Context: an optimization exercise on an open-source flow, tuned for small area. The choices shown serve that exercise and are no tape-out recipe.
At most, simulation tests tie the RTL to the original design; equivalence was not proved.
No functional check of the RTL was part of run 4.

==> flow/design.v (outline; a module is shown in full before it is edited, if it fits) <==
// module hb_au: 2047 lines
// module hb_cascade: 144 lines
module hb_cascade (
    input  wire        clk,
    input  wire        rst,
    input  wire [3:0]  cfg_dec,
    input  wire        in_valid,
    input  wire [15:0] in_data,
    input  wire        in_mark,
    output reg         out_valid,
    output reg  [15:0] out_data,
    output reg         out_mark
);
  // ...
==> flow/run.sh <==
#!/bin/bash
# synth_recipe.tcl (not shown) runs the flow's synth.tcl, then flattens the netlist and writes it again
# the make line also repeats each setting of config.mk as NAME=value (left out here)
make -C /OpenROAD-flow-scripts/flow DESIGN_CONFIG=/design/flow/config.mk WORK_HOME=/design/flow/orfs CLKGATE_MAP_FILE= SYNTH_SCRIPT=/design/flow/synth_recipe.tcl finish
==> flow/config.mk <==
export PLATFORM = sky130hd
export DESIGN_NAME = hb_cascade
export DESIGN_NICKNAME = hb_cascade
export VERILOG_FILES = /design/flow/design.v
export SDC_FILE = /design/flow/constraint.sdc
export NUM_CORES = 4
export LEC_CHECK = 0
export ABC_CLOCK_PERIOD_IN_PS = 16000
export CAP_MARGIN = 20
export CORE_MARGIN = 2
export CORE_UTILIZATION = 60
export CTS_BUF_LIST = sky130_fd_sc_hd__clkbuf_4 sky130_fd_sc_hd__clkbuf_8
export PLACE_DENSITY = 0.7
export SLEW_MARGIN = 20
==> flow/constraint.sdc <==
create_clock -name core_clock -period 16.0 [get_ports {clk}]
set_input_delay 3.2000 -clock core_clock [delete_from_list [all_inputs] [get_ports {clk}]]
set_output_delay 3.2000 -clock core_clock [all_outputs]
set_load 0.01 [all_outputs]
==> impl_metrics.ini, run 1 <==
[grt]
track_usage_pct = 28.2
antenna_found_initial = 15

[synth]
synth_edf_count = 2288
synthMuxAreaShare_pct = 0.644
synth.area.top_cells = edfxtp_1 70%, fa_1 11%, dfxtp_1 3.6%
synth_most_common_cell = edfxtp_1
synthSimpleGateAreaFrac_pct = 2.28

[sta]
max_freq_mhz = 64.6
rsz0062_at_grt = no
hold_violations = 0

[floorplan]
die_area_um2 = 167000
rows = 148

[critical_path]
worstSetupEndpointType = flip-flop

[route]
drtIter0Drc = 5741
route.met2.wl_mm = 109
wl_met1_mm = 99.0
dr.pass1.iters = 6
drc_errors = 0

[finish]
finalInstanceArea_um2 = 110000
num-nets-final = 6456
n_clock_buffer = 566
drive_gt1_share_pct = 13.7
inv_count = 474

[hold_path]
whs_endpoint = g_st[4].b[2][10]

[placed_design]
dp.cells = 7626
pre_cts_slack_ps = -601
placed_area_um2 = 102000

[run_status]
status = complete, no violations

[clocking]
ctsResizeCount = 0
cts_buffers = 387
cts_setup_buffers = 0
==> module hb_cascade, before the edit <==
module hb_cascade (
    input  wire        clk,
    input  wire        rst,
    input  wire [3:0]  cfg_dec,
    input  wire        in_valid,
    input  wire [15:0] in_data,
    input  wire        in_mark,
    output reg         out_valid,
    output reg  [15:0] out_data,
    output reg         out_mark
);
    wire [3:0] sel = (cfg_dec > 4'd8) ? 4'd8 : cfg_dec;
    wire [15:0] win [0:95];
    wire [15:0] cen [0:7];
    wire [8:1]  wmk;
    wire [8:1]  srv;                 
    wire [15:0] aw [0:11];
    genvar i, j;
    generate
        for (i = 0; i < 12; i = i + 1) begin : g_mx
            assign aw[i] = ({16{srv[1]}} & win[i])      | ({16{srv[2]}} & win[12+i])
                         | ({16{srv[3]}} & win[24+i])   | ({16{srv[4]}} & win[36+i])
                         | ({16{srv[5]}} & win[48+i])   | ({16{srv[6]}} & win[60+i])
                         | ({16{srv[7]}} & win[72+i])   | ({16{srv[8]}} & win[84+i]);
        end
    endgenerate
    wire [15:0] ac = ({16{srv[1]}} & cen[0]) | ({16{srv[2]}} & cen[1])
                   | ({16{srv[3]}} & cen[2]) | ({16{srv[4]}} & cen[3])
                   | ({16{srv[5]}} & cen[4]) | ({16{srv[6]}} & cen[5])
                   | ({16{srv[7]}} & cen[6]) | ({16{srv[8]}} & cen[7]);
    wire [15:0] y;
    wire        ovf;
    hb_au u_au (
        .clk(clk),
        .a0(aw[0]), .a1(aw[1]), .a2(aw[2]),   .a3(aw[3]),   .a4(aw[4]),   .a5(aw[5]),
        .a6(aw[6]), .a7(aw[7]), .a8(aw[8]),   .a9(aw[9]),   .a10(aw[10]), .a11(aw[11]),
        .c(ac), .y(y), .ovf(ovf));
    reg  [8:1]  srv_d;
    reg         wm_d;
    always @(posedge clk) begin
        srv_d <= rst ? 8'd0 : srv;
        wm_d  <= |(srv & wmk);
    end
    wire        ym = wm_d | ovf;
    integer k;
    reg [15:0] a1 [0:10];            
    reg [15:0] b1 [0:5];             
    reg [4:0]  cnt1;
    reg [4:0]  mc1;                  
    wire       ev1 = in_valid & ~rst & (sel != 4'd0);
    assign srv[1] = ev1 & (cnt1 == 5'd23);
    assign win[0] = in_data;
    generate
        for (i = 1; i < 12; i = i + 1) begin : g_w1
            assign win[i] = a1[i-1];
        end
    endgenerate
    assign cen[0] = b1[5];
    assign wmk[1] = in_mark | (mc1 <= 5'd21);
    always @(posedge clk) begin
        if (rst) begin
            cnt1 <= 5'd0;
            mc1  <= 5'd23;
        end else if (ev1) begin
            cnt1 <= (cnt1 == 5'd23) ? 5'd22 : cnt1 + 5'd1;
            if (in_mark)
                mc1 <= 5'd0;
            else if (mc1 < 5'd23)
                mc1 <= mc1 + 5'd1;
        end
        if (ev1 & cnt1[0]) begin
            a1[0] <= in_data;
            for (k = 1; k < 11; k = k + 1)
                a1[k] <= a1[k-1];
        end
        if (ev1 & ~cnt1[0]) begin
            b1[0] <= in_data;
            for (k = 1; k < 6; k = k + 1)
                b1[k] <= b1[k-1];
        end
    end
    wire [8:1] req;
    generate
        for (j = 2; j <= 8; j = j + 1) begin : g_st
            localparam FO = (j == 3 || j >= 5) ? 1'b0 : 1'b1;
            reg [15:0] a [0:11];     
            reg [15:0] b [0:5];      
            reg [4:0]  cnt;
            reg [4:0]  mc;
            reg        rq;
            wire       ev = srv_d[j-1] & (sel >= j);
            wire       ap = (cnt[0] == FO);
            assign req[j] = rq;
            for (i = 0; i < 12; i = i + 1) begin : g_w
                assign win[12*(j-1) + i] = a[i];
            end
            assign cen[j-1] = b[5];
            assign wmk[j] = (mc <= 5'd22);
            always @(posedge clk) begin
                if (rst) begin
                    cnt <= 5'd0;
                    mc  <= 5'd23;
                    rq  <= 1'b0;
                end else begin
                    if (ev) begin
                        cnt <= (cnt == 5'd23) ? 5'd22 : cnt + 5'd1;
                        if (ym)
                            mc <= 5'd0;
                        else if (mc < 5'd23)
                            mc <= mc + 5'd1;
                    end
                    if (ev & ap & (cnt[4:1] == 4'd11))
                        rq <= 1'b1;
                    else if (srv[j])
                        rq <= 1'b0;
                end
                if (ev & ap) begin
                    a[0] <= y;
                    for (k = 1; k < 12; k = k + 1)
                        a[k] <= a[k-1];
                end
                if (ev & ~ap) begin
                    b[0] <= y;
                    for (k = 1; k < 6; k = k + 1)
                        b[k] <= b[k-1];
                end
            end
        end
    endgenerate
    assign req[1] = 1'b0;
    assign srv[2] = req[2] & ~srv[1];
    assign srv[3] = req[3] & ~srv[1] & ~req[2];
    assign srv[4] = req[4] & ~srv[1] & ~|req[3:2];
    assign srv[5] = req[5] & ~srv[1] & ~|req[4:2];
    assign srv[6] = req[6] & ~srv[1] & ~|req[5:2];
    assign srv[7] = req[7] & ~srv[1] & ~|req[6:2];
    assign srv[8] = req[8] & ~srv[1] & ~|req[7:2];
    wire done = (sel == 4'd0) ? in_valid : srv_d[sel];
    always @(posedge clk) begin
        out_valid <= ~rst & done;
        out_data  <= (sel == 4'd0) ? in_data : y;
        out_mark  <= (sel == 4'd0) ? in_mark : ym;
    end
endmodule
==> inputs of run 2 (changes only) <==
--- a/flow/design.v
+++ b/flow/design.v
@@ -2058,4 +2058,12 @@
 );
     wire [3:0] sel = (cfg_dec > 4'd8) ? 4'd8 : cfg_dec;
+    reg        iv;
+    reg [15:0] id;
+    reg        im;
+    always @(posedge clk) begin
+        iv <= in_valid & ~rst;
+        id <= in_data;
+        im <= in_mark;
+    end
     wire [15:0] win [0:95];
     wire [15:0] cen [0:7];
@@ -2095,7 +2103,7 @@
     reg [4:0]  cnt1;
     reg [4:0]  mc1;                  
-    wire       ev1 = in_valid & ~rst & (sel != 4'd0);
+    wire       ev1 = iv & (sel != 4'd0);
     assign srv[1] = ev1 & (cnt1 == 5'd23);
-    assign win[0] = in_data;
+    assign win[0] = id;
     generate
         for (i = 1; i < 12; i = i + 1) begin : g_w1
@@ -2104,5 +2112,5 @@
     endgenerate
     assign cen[0] = b1[5];
-    assign wmk[1] = in_mark | (mc1 <= 5'd21);
+    assign wmk[1] = im | (mc1 <= 5'd21);
     always @(posedge clk) begin
         if (rst) begin
@@ -2111,5 +2119,5 @@
         end else if (ev1) begin
             cnt1 <= (cnt1 == 5'd23) ? 5'd22 : cnt1 + 5'd1;
-            if (in_mark)
+            if (im)
                 mc1 <= 5'd0;
             else if (mc1 < 5'd23)
@@ -2117,10 +2125,10 @@
         end
         if (ev1 & cnt1[0]) begin
-            a1[0] <= in_data;
+            a1[0] <= id;
             for (k = 1; k < 11; k = k + 1)
                 a1[k] <= a1[k-1];
         end
         if (ev1 & ~cnt1[0]) begin
-            b1[0] <= in_data;
+            b1[0] <= id;
             for (k = 1; k < 6; k = k + 1)
                 b1[k] <= b1[k-1];
@@ -2183,9 +2191,9 @@
     assign srv[7] = req[7] & ~srv[1] & ~|req[6:2];
     assign srv[8] = req[8] & ~srv[1] & ~|req[7:2];
-    wire done = (sel == 4'd0) ? in_valid : srv_d[sel];
+    wire done = (sel == 4'd0) ? iv : srv_d[sel];
     always @(posedge clk) begin
         out_valid <= ~rst & done;
-        out_data  <= (sel == 4'd0) ? in_data : y;
-        out_mark  <= (sel == 4'd0) ? in_mark : ym;
+        out_data  <= (sel == 4'd0) ? id : y;
+        out_mark  <= (sel == 4'd0) ? im : ym;
     end
 endmodule
--- a/flow/config.mk
+++ b/flow/config.mk
@@ -9,6 +9,8 @@
 export CAP_MARGIN = 20
 export CORE_MARGIN = 2
-export CORE_UTILIZATION = 60
-export CTS_BUF_LIST = sky130_fd_sc_hd__clkbuf_4 sky130_fd_sc_hd__clkbuf_8
-export PLACE_DENSITY = 0.7
+export CORE_UTILIZATION = 70
+export CTS_BUF_LIST = sky130_fd_sc_hd__clkbuf_16
+export CTS_CLUSTER_DIAMETER = 80
+export CTS_CLUSTER_SIZE = 30
+export PLACE_DENSITY = 0.78
 export SLEW_MARGIN = 20
==> impl_metrics.ini, run 2 <==
[floorplan]
start_util_pct = 70.6
die_x_um = 382
ios = 42
coreArea_um2 = 142000
fp.dieH_um = 382
rows = 138
die_area_um2 = 146000

[hold_path]
min_from = g_st[7].b[4][4]
min_path_type = flip-flop to flip-flop
whs_endpoint = g_st[7].b[5][4]
holdPathStages = 0

[synth]
synth_area_per_cell_um2 = 18.1
yosysWarnings = 34
synth_edf_count = 2288
syn_area_um2 = 100000
synthArstFlopShare_pct = 0
ys_seq_area_share_pct = 72.5
synthFlopType = edfxtp_1
yosysTopAreaCellShare_pct = 68.5
synthDistinctLibCells = 75
synth_most_common_cell = edfxtp_1
synth.area.top_cells = edfxtp_1 69%, fa_1 10%, dfxtp_1 3.9%
synth_largest_area_cell = edfxtp_1
netlist_instances = 5552
synth_common_cells = 2288 x edfxtp_1, 517 x fa_1, 421 x inv_1
ys_ff_latch = 2485

[critical_path]
crit_path_max_incr_delay_ps = 550
cpMostUsedCell = fa_1
crit_fanout = 7
worstSetupEndpointType = flip-flop
rr_startpoint = u_au.r1_1
crit_buf_inv = 6
critPathSlowestCell = fa_1
path_class = input port to flip-flop
r2r_slack_ps = 680
cpLargestDelayFamily = adder cells
start_kind = input port
reg2reg_to = out_data[8]
arrival_ps = 16240
critical_path_required_ps = 16640
worst-r2r-cell-count = 40

[grt]
grt_pass1_vias = 51100
track_usage_pct = 32.1
grt_max_degree = 165
antenna_found_initial = 10
grt-ovfl-total = 0
grt_pass1_wl_mm = 339

[placed_design]
gp_congestion = 0.994
placed_area_um2 = 103000
io_buffers = 41
pre_cts_slack_ps = -699
hpwl_mm = 155

[clocking]
htreeDepth = 3
clock_path_buffers = 3
clk_latency_ps = 780
clock_sinks = 2485
tritoncts = built
root_buffer = clkbuf_16
holdBufCountCts = 0
cts_buffers = 100
path_clk_slew_ps = 110

[finish]
num-nets-final = 6223
drive_gt1_share_pct = 9.42
finalInstanceArea_um2 = 106000
layout_top_registers = g_st.a x1344, g_st.b x672, a1 x176
final_cell_mix = 2288 x edfxtp_1, 501 x fa_1, 453 x inv_1, 255 x nand2_1, 236 x a22oi_1
largest_reg_flops = 1344
largest-register = g_st.a
layout_commonest_cell = edfxtp_1
area_growth_syn_to_layout_pct = 6.19

[route]
drt_wl_total_mm = 229
drtIter0Drc = 5419
dr.pass1.iters = 6
ant_nets = 0
post_drt_wl_per_cell_um = 30.3
vias_per_cell = 6.59
drc_errors = 0
vias = 49900

[sta]
slew_violations = 0
fin_crit_ps = 15600
rsz0062_at_grt = no
tightest_slew_ps = 1180
fin_setup_tns_ps = 0
hold_violations = 0
holdWs_ps = 414
setup_violations = 0
slew_headroom_pct = 21.2
max_freq_mhz = 64.1
final.setup_skew_ps = 34.3
period_share_pct = 97.5
setup_slack_ps = 402

[job]
cap_violations = 0

[run_status]
status = complete, no violations
[run 2: area by class of cell]
type,count,area [um2]
clock buffers,101,2530
fillers,7920,35500
inverters,421,1580
multi-input cells,2380,24700
repair buffers,223,1930
diodes,2,5.00
clock inverters,78,682
flip-flops and latches,2485,72700
well taps,1890,2360
[run 2: cells by family (layout without fill, tap and decap cells)]
| family | after synthesis | in the layout | synth area share, % |
|---|---|---|---|
| other | 0 | 2 | 0 |
| buffers and inverters | 687 | 823 | 3.04 |
| muxes | 6 | 6 | 0.0736 |
| xor gates and xnor gates | 12 | 12 | 0.105 |
| and+or+nand+nor | 559 | 559 | 2.50 |
| adders and majority gates | 601 | 601 | 11.3 |
| DFF | 2485 | 2485 | 72.5 |
| AOI/OAI and AO/OA | 1202 | 1202 | 10.5 |
[run 2: what timing repair did]
item,CTS,global route
setup endpoints to repair,0,19
setup buffers,0,1
resized for setup,0,24
[run 2: worst max path at each step]
stage / endpoint / slack, ps / depth (start not counted) / startpoint
final: u_au.r19_1 / 400 / 36 / cfg_dec[3]
after global routing: u_au.r17_1 / 10 / 37 / cfg_dec[3]
after CTS: u_au.r17_1 / 70 / 37 / cfg_dec[3]
after detailed placement: u_au.r17_1 / -700 / 37 / cfg_dec[3]
after global placement: u_au.r16_1 / -410 / 37 / cfg_dec[3]
after floorplan: u_au.r16_1 / 420 / 38 / cfg_dec[3]
[run 2: metrics by stage]
stage                     utilization [%]  std cells
after detailed placement             72.7       7397
after CTS                            74.9       7576
after floorplan                         -       5552
after global placement               72.7       7397
after global routing                 75.0       7578
final                                75.0       7580
[run 2: worst register-to-register path, delay by kind of cell (launching register included)]
family,cells,cell delay [ps]
adders and majority gates,33,13580
buffers and inverters,5,1130
DFF,1,310
and+or+nand+nor,2,230
[run 2: per-layer routing]
metal	track usage, %	wire length (um)	up-vias	part of all wire [%]
li1	-	-	21300	-
met1	45.2	89800	26000	39
met2	52.2	113000	2260	49
met3	5.48	18600	344	8.1
met4	10.2	7770	4	3.4
met5	0	29	-	0.013
==> inputs of run 3 (changes only) <==
--- a/flow/design.v
+++ b/flow/design.v
@@ -2061,8 +2061,10 @@
     reg [15:0] id;
     reg        im;
+    reg        act1;
     always @(posedge clk) begin
-        iv <= in_valid & ~rst;
-        id <= in_data;
-        im <= in_mark;
+        iv   <= in_valid & ~rst;
+        id   <= in_data;
+        im   <= in_mark;
+        act1 <= (sel != 4'd0);
     end
     wire [15:0] win [0:95];
@@ -2103,5 +2105,5 @@
     reg [4:0]  cnt1;
     reg [4:0]  mc1;                  
-    wire       ev1 = iv & (sel != 4'd0);
+    wire       ev1 = iv & act1;
     assign srv[1] = ev1 & (cnt1 == 5'd23);
     assign win[0] = id;
--- a/flow/config.mk
+++ b/flow/config.mk
@@ -9,8 +9,8 @@
 export CAP_MARGIN = 20
 export CORE_MARGIN = 2
-export CORE_UTILIZATION = 70
+export CORE_UTILIZATION = 75
 export CTS_BUF_LIST = sky130_fd_sc_hd__clkbuf_16
 export CTS_CLUSTER_DIAMETER = 80
 export CTS_CLUSTER_SIZE = 30
-export PLACE_DENSITY = 0.78
+export PLACE_DENSITY = 0.82
 export SLEW_MARGIN = 20
==> impl_metrics.ini, run 3 <==
[sta]
slew_headroom_pct = 17.8
final.setup_skew_ps = 40.7
tightest_slew_ps = 1230
period_share_pct = 95.8
max_freq_mhz = 65.2
fin_crit_ps = 15330
rsz0062_at_grt = no
fin_setup_tns_ps = 0
slew_violations = 0
hold_violations = 0
setup_violations = 0

[finish]
layout_top_registers = g_st.a x1344, g_st.b x672, a1 x176
utilization_pct = 79.6
layout_commonest_cell = edfxtp_1
largest_reg_flops = 1344
final_cell_mix = 2288 x edfxtp_1, 517 x fa_1, 472 x inv_1, 444 x a22oi_1, 362 x a22o_1
fillers = 6503
drive_gt1_share_pct = 4.71
multi_input_area_um2 = 23600
area_growth_syn_to_layout_pct = 5.69
num-nets-final = 6073
regArea_um2 = 72700
largest-register = g_st.a

[clocking]
cts_buffers = 98
holdBufCountCts = 0
root_buffer = clkbuf_16
clk_latency_ps = 770
ctsResizeCount = 0
tritoncts = built
clock_sinks = 2486
cts_setup_buffers = 0
path_clk_slew_ps = 110
htreeDepth = 3
clock_path_buffers = 3

[job]
cap_violations = 0

[synth]
syn_area_um2 = 98700
synth_largest_area_cell = edfxtp_1
synth.area.top_cells = edfxtp_1 70%, fa_1 10%, dfxtp_1 4.0%
synth_most_common_cell = edfxtp_1
synth_common_cells = 2288 x edfxtp_1, 517 x fa_1, 444 x a22oi_1
synthFlopType = edfxtp_1
synth_edf_count = 2288
synth_area_per_cell_um2 = 18.0
yosysWarnings = 34
synthDistinctLibCells = 58
synthArstFlopShare_pct = 0
yosysTopAreaCellShare_pct = 69.6
netlist_instances = 5490
ys_seq_area_share_pct = 73.6
ys_ff_latch = 2486

[grt]
grt_pass1_vias = 51000
track_usage_pct = 35.1
grt_pass1_wl_mm = 343
grt-ovfl-total = 0
grt_max_degree = 154
antenna_found_initial = 10

[floorplan]
rows = 133
die_area_um2 = 135000
start_util_pct = 75.3
die_x_um = 367
coreArea_um2 = 131000
ios = 42
fp.dieH_um = 367

[route]
dr.pass1.iters = 6
vias = 51100
vias_per_cell = 7.00
drtIter0Drc = 7427
post_drt_wl_per_cell_um = 31.7
ant_nets = 0
drc_errors = 0
drt_wl_total_mm = 231

[placed_design]
gp_congestion = 1.02
hpwl_mm = 146
io_buffers = 41

[critical_path]
path_class = flip-flop to flip-flop
crit_path_max_incr_delay_ps = 600
start_kind = flip-flop
critical_path_required_ps = 16720
arrival_ps = 16050
critPathSlowestCell = nand2b_1
cpMostUsedCell = fa_1
worstSetupEndpointType = flip-flop
crit_fanout = 21

[run_status]
status = complete, no violations

[hold_path]
min_path_type = flip-flop to flip-flop
run 3: critical path, delay by kind of cell (launching register included):
family | cells | cell delay, ps
adders and majority gates | 32 | 12910
xor gates and xnor gates | 1 | 450
and+or+nand+nor | 1 | 600
AOI/OAI and AO/OA | 2 | 750
DFF | 1 | 330
buffers and inverters | 3 | 220
run 3: final cells by class:
class                           count  area share, %
Clock inverter                     76          0.508
Multi-Input combinational cell   2321           22.6
Clock buffer                      101           2.42
Sequential cell                  2486           69.6
Tap cell                         1755           2.10
Antenna cell                        3        0.00719
Inverter                          421           1.51
Timing Repair Buffer              133           1.21
run 3: per-layer routing:
layer	global-route usage, %	up-vias	routed length, um
li1	-	21000	-
met1	53.2	26100	88200
met4	9.75	0	7240
met3	5.67	428	25900
met5	0	-	0
met2	54.6	3552	110000
run 3: path summary, 6_finish.rpt:
path | cells after the start | start | slack, ps | endpoint
hold / removal | 0 | g_st[3].b[3][2] | 420 | g_st[3].b[4][2]
setup reg to reg | 39 | u_au.r1_1 | 670 | g_st[6].mc[1]
setup / recovery | 39 | u_au.r1_1 | 670 | g_st[6].mc[1]
hold reg to reg | 0 | g_st[3].b[3][2] | 420 | g_st[3].b[4][2]
run 3: logic make-up (layout without fill, tap and decap cells):
family                   Yosys count  in the layout  share of synthesized area (%)
AO/OA/AOI/OAI                   1388           1388                           10.4
XOR/XNOR                          12             12                          0.106
adder cells (fa/ha/maj)          601            601                           11.5
buffers and inverters            683            731                           2.67
flip-flops                      2486           2486                           73.6
multiplexers                      21             21                          0.258
other                              0              3                              0
AND/OR/NAND/NOR                  299            299                           1.48
run 3: through the flow:
| stage | std cells | hold WS (ps) | setup WS [ps] | area, um2 |
|---|---|---|---|---|
| finish | 7296 | 417 | 667 | 104000 |
| global route | 7293 | 429 | 292 | 104000 |
| CTS | 7291 | 424 | 742 | 104000 |
| detailed placement | 7114 | 405 | 826 | 101000 |
| global placement | 7114 | 400 | 1210 | 101000 |
| floorplan | 5490 | 400 | 2330 | 98700 |
==> inputs of run 4 (changes only) <==
==> flow/design.v (replaced) <==
module hb_stage #(
    parameter FIRE_ODD = 1
) (
    input  wire               clk,
    input  wire               rst,
    input  wire               in_valid,
    input  wire signed [15:0] in_data,
    input  wire               in_mark,
    output reg                out_valid,
    output reg  signed [15:0] out_data,
    output reg                out_mark
);
    localparam signed [17:0] H0  = 18'sd65536;    
    localparam signed [17:0] H1  = 18'sd40982;    
    localparam signed [17:0] H3  = -18'sd11871;   
    localparam signed [17:0] H5  = 18'sd5252;     
    localparam signed [17:0] H7  = -18'sd2209;    
    localparam signed [17:0] H9  = 18'sd679;      
    localparam signed [17:0] H11 = -18'sd65;      
    reg signed [15:0] x [0:21];
    reg        [21:0] m;
    reg        [4:0]  count;    
    reg               odd;      
    wire signed [15:0] w [0:22];
    assign w[0] = in_data;
    genvar g;
    generate
        for (g = 1; g < 23; g = g + 1) begin : g_win
            assign w[g] = x[g-1];
        end
    endgenerate
    wire signed [16:0] p1  = w[10] + w[12];
    wire signed [16:0] p3  = w[8]  + w[14];
    wire signed [16:0] p5  = w[6]  + w[16];
    wire signed [16:0] p7  = w[4]  + w[18];
    wire signed [16:0] p9  = w[2]  + w[20];
    wire signed [16:0] p11 = w[0]  + w[22];
    wire signed [36:0] acc = H0 * w[11] + H1 * p1 + H3 * p3 + H5 * p5
                           + H7 * p7 + H9 * p9 + H11 * p11;
    wire signed [19:0] q     = acc[36:17];
    wire        [16:0] r     = acc[16:0];
    wire               up    = r[16] && ((r[15:0] != 16'd0) || q[0]);
    wire signed [19:0] qr    = q + {19'd0, up};
    wire               sat_hi = (qr > 20'sd32767);
    wire               sat_lo = (qr < -20'sd32768);
    wire signed [15:0] y     = sat_hi ? 16'sh7fff : sat_lo ? 16'sh8000 : qr[15:0];
    wire               span_mark = in_mark | (|m);
    wire fire = in_valid && (odd == (FIRE_ODD != 0)) && (count == 5'd22);
    integer i;
    always @(posedge clk) begin
        if (rst) begin
            count     <= 5'd0;
            odd       <= 1'b0;
            out_valid <= 1'b0;
        end else begin
            out_valid <= fire;
            if (in_valid) begin
                odd <= ~odd;
                if (count != 5'd22)
                    count <= count + 5'd1;
            end
        end
        if (in_valid) begin
            x[0] <= in_data;
            for (i = 1; i < 22; i = i + 1)
                x[i] <= x[i-1];
            m <= {m[20:0], in_mark};
        end
        if (fire) begin
            out_data <= y;
            out_mark <= span_mark | sat_hi | sat_lo;
        end
    end
endmodule
module hb_cascade (
    input  wire        clk,
    input  wire        rst,
    input  wire [3:0]  cfg_dec,
    input  wire        in_valid,
    input  wire [15:0] in_data,
    input  wire        in_mark,
    output reg         out_valid,
    output reg  [15:0] out_data,
    output reg         out_mark
);
    localparam NSTAGES = 8;
    wire        sv [0:NSTAGES];
    wire [15:0] sd [0:NSTAGES];
    wire        sm [0:NSTAGES];
    assign sv[0] = in_valid;
    assign sd[0] = in_data;
    assign sm[0] = in_mark;
    genvar j;
    generate
        for (j = 1; j <= NSTAGES; j = j + 1) begin : g_stage
            hb_stage #(
                .FIRE_ODD((j == 3 || j >= 5) ? 0 : 1)
            ) u_stage (
                .clk      (clk),
                .rst      (rst),
                .in_valid (sv[j-1]),
                .in_data  (sd[j-1]),
                .in_mark  (sm[j-1]),
                .out_valid(sv[j]),
                .out_data (sd[j]),
                .out_mark (sm[j])
            );
        end
    endgenerate
    wire [3:0] sel = (cfg_dec > 4'd8) ? 4'd8 : cfg_dec;
    always @(posedge clk) begin
        if (rst)
            out_valid <= 1'b0;
        else
            out_valid <= sv[sel];
        out_data <= sd[sel];
        out_mark <= sm[sel];
    end
endmodule
==> flow/config.mk (replaced) <==
export PLATFORM = sky130hd
export DESIGN_NAME = hb_cascade
export DESIGN_NICKNAME = hb_cascade
export VERILOG_FILES = /design/flow/design.v
export SDC_FILE = /design/flow/constraint.sdc
export NUM_CORES = 4
export LEC_CHECK = 0
export CAP_MARGIN = 20
export CORE_MARGIN = 2
export CORE_UTILIZATION = 30
export PLACE_DENSITY = 0.45
export SLEW_MARGIN = 20
==> impl_metrics.ini, run 4 <==
[route]
vias_per_cell = 4.62
ant_nets = 0
drtIter0Drc = 13200
drt_wl_total_mm = 1030
drc_errors = 0
dr.pass1.iters = 7
post_drt_wl_per_cell_um = 20.3
vias = 234000

[clocking]
cts_buffers = 405
clock_sinks = 3202
holdBufCountCts = 0
path_clk_slew_ps = 60
root_buffer = clkbuf_16
htreeDepth = 5
clk_latency_ps = 1130
tritoncts = built
cts_setup_buffers = 0
clock_path_buffers = 5

[finish]
layout_top_registers = g_stage.u_stage.x x2816, g_stage.u_stage.m x176, g_stage.u_stage.out_data x128
area_growth_syn_to_layout_pct = 10.5
largest_reg_flops = 2816
num-nets-final = 44400
largest-register = g_stage.u_stage.x
fillers = 122000
final_cell_mix = 7598 x inv_1, 6160 x ha_1, 4128 x fa_1, 3128 x edfxtp_1, 1605 x xnor2_1
layout_commonest_cell = inv_1
drive_gt1_share_pct = 4.18

[critical_path]
critical_path_required_ps = 16770
crit_fanout = 9
cpMostUsedCell = fa_1
startpoint = g_stage[5].u_stage.x[17][1]
worst-r2r-cell-count = 48
critPathSlowestCell = o21ai_0
arrival_ps = 15960
start_kind = flip-flop
path_class = flip-flop to flip-flop
rr_startpoint = g_stage[5].u_stage.x[17][1]
worstSetupEndpointType = flip-flop
crit_path_max_incr_delay_ps = 620

[synth]
synth_area_per_cell_um2 = 10.8
yosysWarnings = 5
yosysTopAreaCellShare_pct = 26.0
synth_most_common_cell = inv_1
synthDistinctLibCells = 118
synth.area.top_cells = edfxtp_1 26%, fa_1 23%, ha_1 21%
synth_common_cells = 7598 x inv_1, 6160 x ha_1, 4128 x fa_1
ys_ff_latch = 3202
synthArstFlopShare_pct = 0
ys_seq_area_share_pct = 26.4
syn_area_um2 = 361000
synth_largest_area_cell = edfxtp_1
synthFlopType = edfxtp_1
netlist_instances = 33300
synth_edf_count = 3128

[sta]
slew_violations = 0
slew_headroom_pct = 20.4
final.setup_skew_ps = 117
fin_crit_ps = 15190
holdWs_ps = 369
setup_violations = 0
rsz0062_at_grt = no
hold_violations = 0
period_share_pct = 95.0
tightest_slew_ps = 1190
max_freq_mhz = 65.8

[job]
cap_violations = 0

[grt]
grt_pass1_wl_mm = 1560
grt_pass1_vias = 246000
grt-ovfl-total = 0
track_usage_pct = 17.0
grt_max_degree = 175
antenna_found_initial = 105

[hold_path]
min_from = g_stage[6].u_stage.x[0][3]
holdPathStages = 0
min_path_type = flip-flop to flip-flop

[floorplan]
rows = 403
fp.dieH_mm = 1.10
coreArea_um2 = 1200000
die_x_mm = 1.10
start_util_pct = 30.0
ios = 42
die_area_um2 = 1210000

[placed_design]
io_buffers = 41
gp_congestion = 0.872
hpwl_mm = 888

[run_status]
status = complete, no violations
==> run 4: timing repair <==
action / in CTS / in global routing
hold endpoints to repair: 0 / 0
resized for setup: 0 / 11
endpoints found under the setup margin: 0 / 30
==> run 4: cell type report <==
type                            count  area, um2  share of cell area (%)
Multi-Input combinational cell  22300     237000                    59.4
Sequential cell                  3202      95400                    23.9
Inverter                         7605      28500                    7.15
Tap cell                        16000      20000                    5.02
Clock buffer                      488      10700                    2.68
Timing Repair Buffer              559       4380                    1.10
Clock inverter                    246       2670                   0.668
Antenna cell                      134        335                  0.0840
==> run 4: cell families (layout without fill, tap and decap cells) <==
| logic type | Yosys count | in the layout | synth area share, % |
|---|---|---|---|
| simple gates | 4568 | 4568 | 6.23 |
| flops | 3202 | 3202 | 26.4 |
| buf+inv | 7766 | 8898 | 8.08 |
| fa+ha+maj | 10300 | 10300 | 44.2 |
| compound gates | 4849 | 4849 | 8.63 |
| other cells | 1 | 142 | 0.00104 |
| mux | 106 | 106 | 0.309 |
| xor+xnor | 2523 | 2523 | 6.12 |
==> run 4: layer usage <==
metal | track usage [%] | share of wire (%) | routed length, um | vias up
met5 | 0 | 0.0040 | 41 | -
met4 | 4.19 | 2.6 | 27300 | 6
met3 | 1.40 | 3.1 | 32400 | 828
met2 | 28.0 | 46 | 476000 | 3367
met1 | 24.2 | 48 | 493000 | 117000
li1 | - | - | - | 113000
==> run 4: worst paths after layout <==
kind | endpoint | slack, ps
max | g_stage[5].u_stage.out_data[0] | 810
min | g_stage[6].u_stage.x[1][3] | 370
max reg2reg | g_stage[5].u_stage.out_data[0] | 810
min reg2reg | g_stage[6].u_stage.x[1][3] | 370
==> run 4: through the flow <==
step                      utilization (%)  TNS (ps)  cell area [um2]  setup WS (ps)  cells
after floorplan                         -         0           361000           1210  33300
after global placement               32.0     -1770           385000           -176  49700
after detailed placement             32.0      -134           385000          -93.7  49700
after CTS                            33.2         0           399000            506  50400
after global routing                 33.2         0           399000          0.695  50500
final                                33.2         0           399000            805  50600
==> run 4: critical path: cells and delay by family, from the launching register on <==
kind | cells | cell delay [ps]
compound gates | 25 | 7130
fa+ha+maj | 12 | 5160
simple gates | 6 | 1300
xor+xnor | 2 | 680
flops | 1 | 420
buf+inv | 3 | 150

==> port drivers added, routing unchanged <==
The results above use ideal ports. As a check the final layouts listed here were re-extracted and re-timed, cells and wires unchanged.
Step 1 sets driving cells, clkbuf_16 on the clock port and buf_2 on the other inputs (assumed; they add their load-dependent delay and slew).
Step 2 times the ports against the registers' clock, not the clock port: input delays grow and output delays shrink by t, the midpoint of the rising clock arrivals with the driver on.
Three values: no drivers, after step 1, after step 2; two values: the first two.
run	t (ns)	setup slack, ns	worst register clock-pin slew, ns
run 1	1.147	0.510 / 0.563 / -0.584	0.08 / 0.08
run 2	0.849	0.402 / 0.463 / -0.386	0.12 / 0.12
run 3	0.835	0.667 / 0.667 / 0.667	0.12 / 0.12
run 4	1.248	0.805 / 0.640 / -0.608	0.07 / 0.07
Met with ideal ports but missed after step 2: setup timing in run 1, run 2 and run 4. For run 4, which loses most, drivers alone change the setup slack by -0.165 ns; drivers and shift together by -1.413 ns.
